What follows belongs to an exercise in optimizing a design on an open flow for small area, a short achievable clock period and few clock cycles per item; a production flow would make more cautious choices.
Only simulation tests tie the RTL to the original design; equivalence was not proved.

==> exp/cedar <==
// aes_engine
module aes_engine (
    input  wire         clk,
    input  wire         rst,
    input  wire         in_valid,
    output wire         in_ready,
    input  wire         in_aes256,
    input  wire [255:0] in_key,
    input  wire [127:0] in_block,
    output reg          out_valid,
    output wire [127:0] out_block
);
clock: 8.0 ns
lec_check: 0
cap_margin: 20
core_margin: 2
core_utilization: 60
place_density: 0.75
setup_slack_margin: 4.6
slew_margin: 20
synth_hierarchical: 1
standard.sh (not shown) runs the stock make flow with config.mk's settings and CLKGATE_MAP_FILE= SYNTH_SCRIPT=/design/flow/synth_recipe.tcl, a recipe that flattens the netlist after the stock synthesis.
==> flow/flow/run.sh <==
#!/bin/bash
# Standard layout, with the ports buffered by a plain buffer cell and no
# dummy loads added to the clock tree.
set -e
export BUFFER_PORTS_ARGS="-buffer_cell sky130_fd_sc_hd__buf_1"
export CTS_ARGS="-sink_clustering_enable -repair_clock_nets -dont_use_dummy_load"
bash standard.sh > standard.log 2>&1
==> exp/nickel (differences from exp/cedar) <==
==> flow/flow/run.sh (replaced) <==
#!/bin/bash
# Standard layout, with the ports buffered by a plain buffer cell and no
# dummy loads added to the clock tree.
set -e
export BUFFER_PORTS_ARGS="-buffer_cell sky130_fd_sc_hd__buf_2"
export CTS_ARGS="-sink_clustering_enable -repair_clock_nets -dont_use_dummy_load"
bash standard.sh > standard.log 2>&1
SETUP_SLACK_MARGIN = 4.5   (was 4.6)
==> exp/onyx (differences from exp/cedar) <==
==> flow/flow/run.sh (replaced) <==
#!/bin/bash
# Standard layout, with the ports buffered by a plain buffer cell.
set -e
export BUFFER_PORTS_ARGS="-buffer_cell sky130_fd_sc_hd__buf_2"
bash standard.sh > standard.log 2>&1
SETUP_SLACK_MARGIN = 4.4   (was 4.6)
==> notes <==
- Worst hold slack: exp/onyx > exp/nickel > exp/cedar.
- Wire length, lowest first: exp/onyx, exp/nickel, exp/cedar.
- Against exp/onyx, the global-route usage of exp/cedar is higher by 0.83 points.
- In exp/onyx the critical path depth is lower than in exp/nickel, by 1.
- The lowest fmax belongs to exp/onyx, the highest to exp/nickel.
- Sequential share of layout area: exp/nickel is higher than exp/cedar (0.84 points).
- Cell count: exp/cedar > exp/onyx > exp/nickel.
- Of exp/cedar and exp/onyx, exp/cedar has the higher non-clock buffer count (gap 116).
==> figures <==
item                                                                 exp/onyx         exp/nickel          exp/cedar
Clock tree cell share of total cell area                               6.135%             4.334%             4.064%
Least setup slack across all paths after layout                       4388 ps            4485 ps            4445 ps
Worst endpoint data arrival time                                      4190 ps            4040 ps            4070 ps
Non-clock buffer contribution to total cell area                       4.621%             4.933%             5.019%
Diode insertion count for antenna repair                                    2                  5                  9
Final WL                                                             174.4 mm           175.4 mm           184.7 mm
Vias after detailed routing                                             39390              39540              40730
Clock transition at path regs                                           60 ps              60 ps              70 ps
Share of layout cells above drive strength 1                           17.41%             18.76%             15.00%
Layout clock buffer count                                                 146                111                107
Largest net degree at the start of global routing                          91                 91                107
Wire length per cell                                                 24.48 um           24.85 um           25.84 um
Met2 routed wirelength                                               77.99 mm           78.73 mm           82.45 mm
Launch point of the critical path                            mid[232]$_DFF_P_   mid[169]$_DFF_P_   mid[323]$_DFF_P_
Crit path depth                                                            10                 11                 11
Clock buffer count from CTS                                               111                111                107
GR Util met1                                                           48.25%             48.45%             49.59%
Outcome                                              timing/DRC/antenna clean  timing/DRC/antenna clean  timing/DRC/antenna clean
Worst r2r dst                                              state[112]$_DFF_P_  state[44]$_DFF_P_  state[76]$_DFF_P_
Testbench counts of exp/cedar, summed over its fixed seeds: cycles 6,888, blocks 512.
Testbench counts of exp/nickel, summed over its fixed seeds: cycles 6,888, blocks 512.
Testbench counts of exp/onyx, summed over its fixed seeds: cycles 6,888, blocks 512.

---

==> run a: inputs <==
Another version of the RTL of aes_engine (not shown whole).
clock: 8.0 ns
lec_check: 0
cap_margin: 20
core_margin: 2
core_utilization: 60
place_density: 0.75
setup_slack_margin: 4.4
slew_margin: 20
synth_hierarchical: 1
==> flow/flow/run.sh <==
#!/bin/bash
# Standard layout, with the ports buffered by a plain buffer cell.
set -e
export BUFFER_PORTS_ARGS="-buffer_cell sky130_fd_sc_hd__buf_2"
bash standard.sh > standard.log 2>&1
==> run b: changes against run a <==
--- a/flow/design.v
+++ b/flow/design.v
@@ -176,42 +176,56 @@
   localparam NS = 22;    
   localparam NK = 22;    
   reg [127:0]    state;
   reg [127:0]    ka1_n;    
   reg [127:0]    kb1;      
-  reg            c1_busy, c1_aes256, c1_first, c1_last;
+  reg            c1_busy, c1_aes256;
   reg   [3:0]    c1_round;
-  reg   [7:0]    c1_rcon;
   reg [16*NS-1:0] mid;
   reg  [4*NK-1:0] kmid;
   reg [127:0]    ka2_n;
   reg [127:0]    kb2;
-  reg            c2_busy, c2_aes256, c2_first, c2_last;
+  reg            c2_busy, c2_aes256;
   reg   [3:0]    c2_round;
-  reg   [7:0]    c2_rcon;
   wire [127:0]    state_d, ka1_d, kb1_d;
   wire [16*NS-1:0] mid_d;
   wire  [4*NK-1:0] kmid_d;
   wire [127:0]    in_key_hi = in_key[255:128];
   wire [127:0]    sb;
   wire  [31:0]    sw;
   wire stall = c1_busy && c1_aes256 && (c1_round < 4'd5);
   assign in_ready  = !c2_busy && !stall;
   assign out_block = state;
+  wire c2_first  = c2_aes256 && (c2_round == 4'd1);
+  wire c2_last   = (c2_round == (c2_aes256 ? 4'd14 : 4'd10));
+  wire [3:0] rc_idx = c2_aes256 ? {1'b0, c2_round[3:1]} : c2_round;
+  reg  [7:0] c2_rcon;
+  always @(*) begin
+    case (rc_idx)
+      4'd1:    c2_rcon = 8'h01;
+      4'd2:    c2_rcon = 8'h02;
+      4'd3:    c2_rcon = 8'h04;
+      4'd4:    c2_rcon = 8'h08;
+      4'd5:    c2_rcon = 8'h10;
+      4'd6:    c2_rcon = 8'h20;
+      4'd7:    c2_rcon = 8'h40;
+      4'd8:    c2_rcon = 8'h80;
+      4'd9:    c2_rcon = 8'h1b;
+      4'd10:   c2_rcon = 8'h36;
+      default: c2_rcon = 8'h00;
+    endcase
+  end
   wire busy2     = c2_busy;
   wire nbusy2    = !c2_busy;
   wire mix_en    = c2_busy && !c2_last;
   wire k256      = c2_busy && c2_aes256;
   wire ld256     = !c2_busy && in_aes256;
   wire kpass     = !(k256 || ld256);
   wire rot       = !c2_aes256 || !c2_round[0];
   wire rot_e     = rot && !c2_first;
   wire nrot_e    = !rot && !c2_first;
   wire [7:0] rc_e = rot_e ? c2_rcon : 8'h00;
-  function [7:0] xtime(input [7:0] b);
-    xtime = {b[6:0], 1'b0} ^ (b[7] ? 8'h1b : 8'h00);
-  endfunction
   wire w1, w2, w3, w4, w5, w6, w7, w8, w9, w10, w11, w12, w13, w14, w15, w16;
   wire w17, w18, w19, w20, w21, w22, w23, w24, w25, w26, w27, w28, w29, w30, w31, w32;
   wire w33, w34, w35, w36, w37, w38, w39, w40, w41, w42, w43, w44, w45, w46, w47, w48;
   wire w49, w50, w51, w52, w53, w54, w55, w56, w57, w58, w59, w60, w61, w62, w63, w64;
   wire w65, w66, w67, w68, w69, w70, w71, w72, w73, w74, w75, w76, w77, w78, w79, w80;
@@ -1801,24 +1815,15 @@
     mid   <= mid_d;
     kmid  <= kmid_d;
     ka2_n <= ka1_n;
     kb2   <= kb1;
     c2_aes256 <= c1_aes256;
-    c2_first  <= c1_first;
-    c2_last   <= c1_last;
     c2_round  <= c1_round;
-    c2_rcon   <= c1_rcon;
     if (!c2_busy) begin
       c1_aes256 <= in_aes256;
-      c1_first  <= in_aes256;
-      c1_last   <= 1'b0;
       c1_round  <= 4'd1;
-      c1_rcon   <= 8'h01;
     end else begin
       c1_aes256 <= c2_aes256;
-      c1_first  <= 1'b0;
-      c1_last   <= (c2_round == (c2_aes256 ? 4'd13 : 4'd9));
       c1_round  <= c2_round + 4'd1;
-      c1_rcon   <= rot_e ? xtime(c2_rcon) : c2_rcon;
     end
   end
 endmodule
==> flow/flow/run.sh (replaced) <==
#!/bin/bash
# Standard layout, with the ports buffered by a plain buffer cell and no
# dummy loads added to the clock tree.
set -e
export BUFFER_PORTS_ARGS="-buffer_cell sky130_fd_sc_hd__buf_1"
export CTS_ARGS="-sink_clustering_enable -repair_clock_nets -dont_use_dummy_load"
bash standard.sh > standard.log 2>&1
- SETUP_SLACK_MARGIN: 4.4 -> 4.5
==> run c: changes against run a <==
--- a/flow/design.v
+++ b/flow/design.v
@@ -176,42 +176,56 @@
   localparam NS = 22;    
   localparam NK = 22;    
   reg [127:0]    state;
   reg [127:0]    ka1_n;    
   reg [127:0]    kb1;      
-  reg            c1_busy, c1_aes256, c1_first, c1_last;
+  reg            c1_busy, c1_aes256;
   reg   [3:0]    c1_round;
-  reg   [7:0]    c1_rcon;
   reg [16*NS-1:0] mid;
   reg  [4*NK-1:0] kmid;
   reg [127:0]    ka2_n;
   reg [127:0]    kb2;
-  reg            c2_busy, c2_aes256, c2_first, c2_last;
+  reg            c2_busy, c2_aes256;
   reg   [3:0]    c2_round;
-  reg   [7:0]    c2_rcon;
   wire [127:0]    state_d, ka1_d, kb1_d;
   wire [16*NS-1:0] mid_d;
   wire  [4*NK-1:0] kmid_d;
   wire [127:0]    in_key_hi = in_key[255:128];
   wire [127:0]    sb;
   wire  [31:0]    sw;
   wire stall = c1_busy && c1_aes256 && (c1_round < 4'd5);
   assign in_ready  = !c2_busy && !stall;
   assign out_block = state;
+  wire c2_first  = c2_aes256 && (c2_round == 4'd1);
+  wire c2_last   = (c2_round == (c2_aes256 ? 4'd14 : 4'd10));
+  wire [3:0] rc_idx = c2_aes256 ? {1'b0, c2_round[3:1]} : c2_round;
+  reg  [7:0] c2_rcon;
+  always @(*) begin
+    case (rc_idx)
+      4'd1:    c2_rcon = 8'h01;
+      4'd2:    c2_rcon = 8'h02;
+      4'd3:    c2_rcon = 8'h04;
+      4'd4:    c2_rcon = 8'h08;
+      4'd5:    c2_rcon = 8'h10;
+      4'd6:    c2_rcon = 8'h20;
+      4'd7:    c2_rcon = 8'h40;
+      4'd8:    c2_rcon = 8'h80;
+      4'd9:    c2_rcon = 8'h1b;
+      4'd10:   c2_rcon = 8'h36;
+      default: c2_rcon = 8'h00;
+    endcase
+  end
   wire busy2     = c2_busy;
   wire nbusy2    = !c2_busy;
   wire mix_en    = c2_busy && !c2_last;
   wire k256      = c2_busy && c2_aes256;
   wire ld256     = !c2_busy && in_aes256;
   wire kpass     = !(k256 || ld256);
   wire rot       = !c2_aes256 || !c2_round[0];
   wire rot_e     = rot && !c2_first;
   wire nrot_e    = !rot && !c2_first;
   wire [7:0] rc_e = rot_e ? c2_rcon : 8'h00;
-  function [7:0] xtime(input [7:0] b);
-    xtime = {b[6:0], 1'b0} ^ (b[7] ? 8'h1b : 8'h00);
-  endfunction
   wire w1, w2, w3, w4, w5, w6, w7, w8, w9, w10, w11, w12, w13, w14, w15, w16;
   wire w17, w18, w19, w20, w21, w22, w23, w24, w25, w26, w27, w28, w29, w30, w31, w32;
   wire w33, w34, w35, w36, w37, w38, w39, w40, w41, w42, w43, w44, w45, w46, w47, w48;
   wire w49, w50, w51, w52, w53, w54, w55, w56, w57, w58, w59, w60, w61, w62, w63, w64;
   wire w65, w66, w67, w68, w69, w70, w71, w72, w73, w74, w75, w76, w77, w78, w79, w80;
@@ -1801,24 +1815,15 @@
     mid   <= mid_d;
     kmid  <= kmid_d;
     ka2_n <= ka1_n;
     kb2   <= kb1;
     c2_aes256 <= c1_aes256;
-    c2_first  <= c1_first;
-    c2_last   <= c1_last;
     c2_round  <= c1_round;
-    c2_rcon   <= c1_rcon;
     if (!c2_busy) begin
       c1_aes256 <= in_aes256;
-      c1_first  <= in_aes256;
-      c1_last   <= 1'b0;
       c1_round  <= 4'd1;
-      c1_rcon   <= 8'h01;
     end else begin
       c1_aes256 <= c2_aes256;
-      c1_first  <= 1'b0;
-      c1_last   <= (c2_round == (c2_aes256 ? 4'd13 : 4'd9));
       c1_round  <= c2_round + 4'd1;
-      c1_rcon   <= rot_e ? xtime(c2_rcon) : c2_rcon;
     end
   end
 endmodule
==> flow/flow/run.sh (replaced) <==
#!/bin/bash
# Standard layout, with the ports buffered by a plain buffer cell and no
# dummy loads added to the clock tree.
set -e
export BUFFER_PORTS_ARGS="-buffer_cell sky130_fd_sc_hd__buf_2"
export CTS_ARGS="-sink_clustering_enable -repair_clock_nets -dont_use_dummy_load"
bash standard.sh > standard.log 2>&1
- PLACE_DENSITY: 0.75 -> 0.68
- SETUP_SLACK_MARGIN: 4.4 -> 4.5
==> run d: changes against run a <==
--- a/flow/design.v
+++ b/flow/design.v
@@ -176,42 +176,56 @@
   localparam NS = 22;    
   localparam NK = 22;    
   reg [127:0]    state;
   reg [127:0]    ka1_n;    
   reg [127:0]    kb1;      
-  reg            c1_busy, c1_aes256, c1_first, c1_last;
+  reg            c1_busy, c1_aes256;
   reg   [3:0]    c1_round;
-  reg   [7:0]    c1_rcon;
   reg [16*NS-1:0] mid;
   reg  [4*NK-1:0] kmid;
   reg [127:0]    ka2_n;
   reg [127:0]    kb2;
-  reg            c2_busy, c2_aes256, c2_first, c2_last;
+  reg            c2_busy, c2_aes256;
   reg   [3:0]    c2_round;
-  reg   [7:0]    c2_rcon;
   wire [127:0]    state_d, ka1_d, kb1_d;
   wire [16*NS-1:0] mid_d;
   wire  [4*NK-1:0] kmid_d;
   wire [127:0]    in_key_hi = in_key[255:128];
   wire [127:0]    sb;
   wire  [31:0]    sw;
   wire stall = c1_busy && c1_aes256 && (c1_round < 4'd5);
   assign in_ready  = !c2_busy && !stall;
   assign out_block = state;
+  wire c2_first  = c2_aes256 && (c2_round == 4'd1);
+  wire c2_last   = (c2_round == (c2_aes256 ? 4'd14 : 4'd10));
+  wire [3:0] rc_idx = c2_aes256 ? {1'b0, c2_round[3:1]} : c2_round;
+  reg  [7:0] c2_rcon;
+  always @(*) begin
+    case (rc_idx)
+      4'd1:    c2_rcon = 8'h01;
+      4'd2:    c2_rcon = 8'h02;
+      4'd3:    c2_rcon = 8'h04;
+      4'd4:    c2_rcon = 8'h08;
+      4'd5:    c2_rcon = 8'h10;
+      4'd6:    c2_rcon = 8'h20;
+      4'd7:    c2_rcon = 8'h40;
+      4'd8:    c2_rcon = 8'h80;
+      4'd9:    c2_rcon = 8'h1b;
+      4'd10:   c2_rcon = 8'h36;
+      default: c2_rcon = 8'h00;
+    endcase
+  end
   wire busy2     = c2_busy;
   wire nbusy2    = !c2_busy;
   wire mix_en    = c2_busy && !c2_last;
   wire k256      = c2_busy && c2_aes256;
   wire ld256     = !c2_busy && in_aes256;
   wire kpass     = !(k256 || ld256);
   wire rot       = !c2_aes256 || !c2_round[0];
   wire rot_e     = rot && !c2_first;
   wire nrot_e    = !rot && !c2_first;
   wire [7:0] rc_e = rot_e ? c2_rcon : 8'h00;
-  function [7:0] xtime(input [7:0] b);
-    xtime = {b[6:0], 1'b0} ^ (b[7] ? 8'h1b : 8'h00);
-  endfunction
   wire w1, w2, w3, w4, w5, w6, w7, w8, w9, w10, w11, w12, w13, w14, w15, w16;
   wire w17, w18, w19, w20, w21, w22, w23, w24, w25, w26, w27, w28, w29, w30, w31, w32;
   wire w33, w34, w35, w36, w37, w38, w39, w40, w41, w42, w43, w44, w45, w46, w47, w48;
   wire w49, w50, w51, w52, w53, w54, w55, w56, w57, w58, w59, w60, w61, w62, w63, w64;
   wire w65, w66, w67, w68, w69, w70, w71, w72, w73, w74, w75, w76, w77, w78, w79, w80;
@@ -1801,24 +1815,15 @@
     mid   <= mid_d;
     kmid  <= kmid_d;
     ka2_n <= ka1_n;
     kb2   <= kb1;
     c2_aes256 <= c1_aes256;
-    c2_first  <= c1_first;
-    c2_last   <= c1_last;
     c2_round  <= c1_round;
-    c2_rcon   <= c1_rcon;
     if (!c2_busy) begin
       c1_aes256 <= in_aes256;
-      c1_first  <= in_aes256;
-      c1_last   <= 1'b0;
       c1_round  <= 4'd1;
-      c1_rcon   <= 8'h01;
     end else begin
       c1_aes256 <= c2_aes256;
-      c1_first  <= 1'b0;
-      c1_last   <= (c2_round == (c2_aes256 ? 4'd13 : 4'd9));
       c1_round  <= c2_round + 4'd1;
-      c1_rcon   <= rot_e ? xtime(c2_rcon) : c2_rcon;
     end
   end
 endmodule
==> flow/flow/run.sh (replaced) <==
#!/bin/bash
# Standard layout, with the ports buffered by a plain buffer cell and no
# dummy loads added to the clock tree.
set -e
export BUFFER_PORTS_ARGS="-buffer_cell sky130_fd_sc_hd__buf_2"
export CTS_ARGS="-sink_clustering_enable -repair_clock_nets -dont_use_dummy_load"
bash standard.sh > standard.log 2>&1
- SETUP_SLACK_MARGIN: 4.4 -> 4.7
==> qor summary <==
quantity                                                                    run d                    run b                    run c                    run a
Status                                                    complete, no violations  complete, no violations  complete, no violations  complete, no violations
Total CTS buffers                                                             107                      109                      109                      109
Metal2 WL                                                                85000 µm                 78300 µm                 81100 µm                 78300 µm
Maximum clock skew at final layout                                      0.0615 ns                0.0648 ns                0.0373 ns                0.0324 ns
Detailed-route via count                                                    41300                    39400                    39100                    39400
DP Cell Count                                                                6889                     6890                     6881                     6903
Worst hold slack                                                         0.319 ns                 0.289 ns                 0.308 ns                 0.308 ns
Effective utilization at floorplan                                          60.7%                    60.7%                    60.7%                    60.3%
Die X-Extent                                                               303 µm                   303 µm                   303 µm                   304 µm
Slack of the worst reg-to-reg path                                        4.44 ns                  4.46 ns                  4.48 ns                  4.29 ns
Die area                                                                91900 µm²                91900 µm²                91900 µm²                92500 µm²
Fraction of area in registers                                               32.0%                    34.5%                    33.9%                    34.6%
Multiplexer share of the synthesized area                                      0%                       0%                       0%                  0.0741%
End of the critical path                                                state[16]               state[120]                state[60]                state[76]
Buffer share of cell area                                                   6.72%                    3.82%                    5.30%                    4.65%
Testbench counts of run a, summed over its fixed seeds: cycles 6,888, blocks 512.
Testbench counts of run b, summed over its fixed seeds: cycles 6,888, blocks 512.
Testbench counts of run c, summed over its fixed seeds: cycles 6,888, blocks 512.
Testbench counts of run d, summed over its fixed seeds: cycles 6,888, blocks 512.

static timing again, ports no longer ideal:
The results above use ideal ports. As a check the final layouts listed here were re-extracted and re-timed, cells and wires unchanged. Step 1 (the two cells are an assumption about what drives the block):
set clk [get_ports {clk}]
set_driving_cell -lib_cell sky130_fd_sc_hd__clkbuf_16 $clk
set_driving_cell -lib_cell sky130_fd_sc_hd__buf_2 [delete_from_list [all_inputs] $clk]
Step 2 moves the port delays by t, midway between the first and last clock arrival at a register: inputs arrive t later, outputs are due t later. That takes back most of the time a late clock gives input paths. Three values: ideal, step 1, step 2; two values: the first two.
run | t (ns) | slack for setup (ns) | hold slack, ns | worst data-port slew with drivers (ns)
exp/cedar | 0.735 | 4.445 / 4.445 / 4.084 | 0.275 / 0.275 / 0.275 | 0.14
exp/nickel | 0.734 | 4.485 / 4.485 / 3.861 | 0.281 / 0.281 / 0.281 | 0.10
exp/onyx | 0.764 | 4.388 / 4.388 / 3.739 | 0.321 / 0.321 / 0.321 | 0.09
run a | 0.776 | 4.294 / 4.294 / 4.043 | 0.308 / 0.308 / 0.308 | 0.11
run b | 0.734 | 4.463 / 4.463 / 3.916 | 0.289 / 0.289 / 0.289 | 0.18
run c | 0.726 | 4.478 / 4.478 / 4.043 | 0.308 / 0.308 / 0.308 | 0.15
run d | 0.720 | 4.439 / 4.439 / 4.109 | 0.319 / 0.319 / 0.319 | 0.16
After both steps setup and hold are still met in every run listed. The setup slack of exp/onyx, which loses most, moves by 0.000 ns with the drivers and by -0.649 ns with both steps.
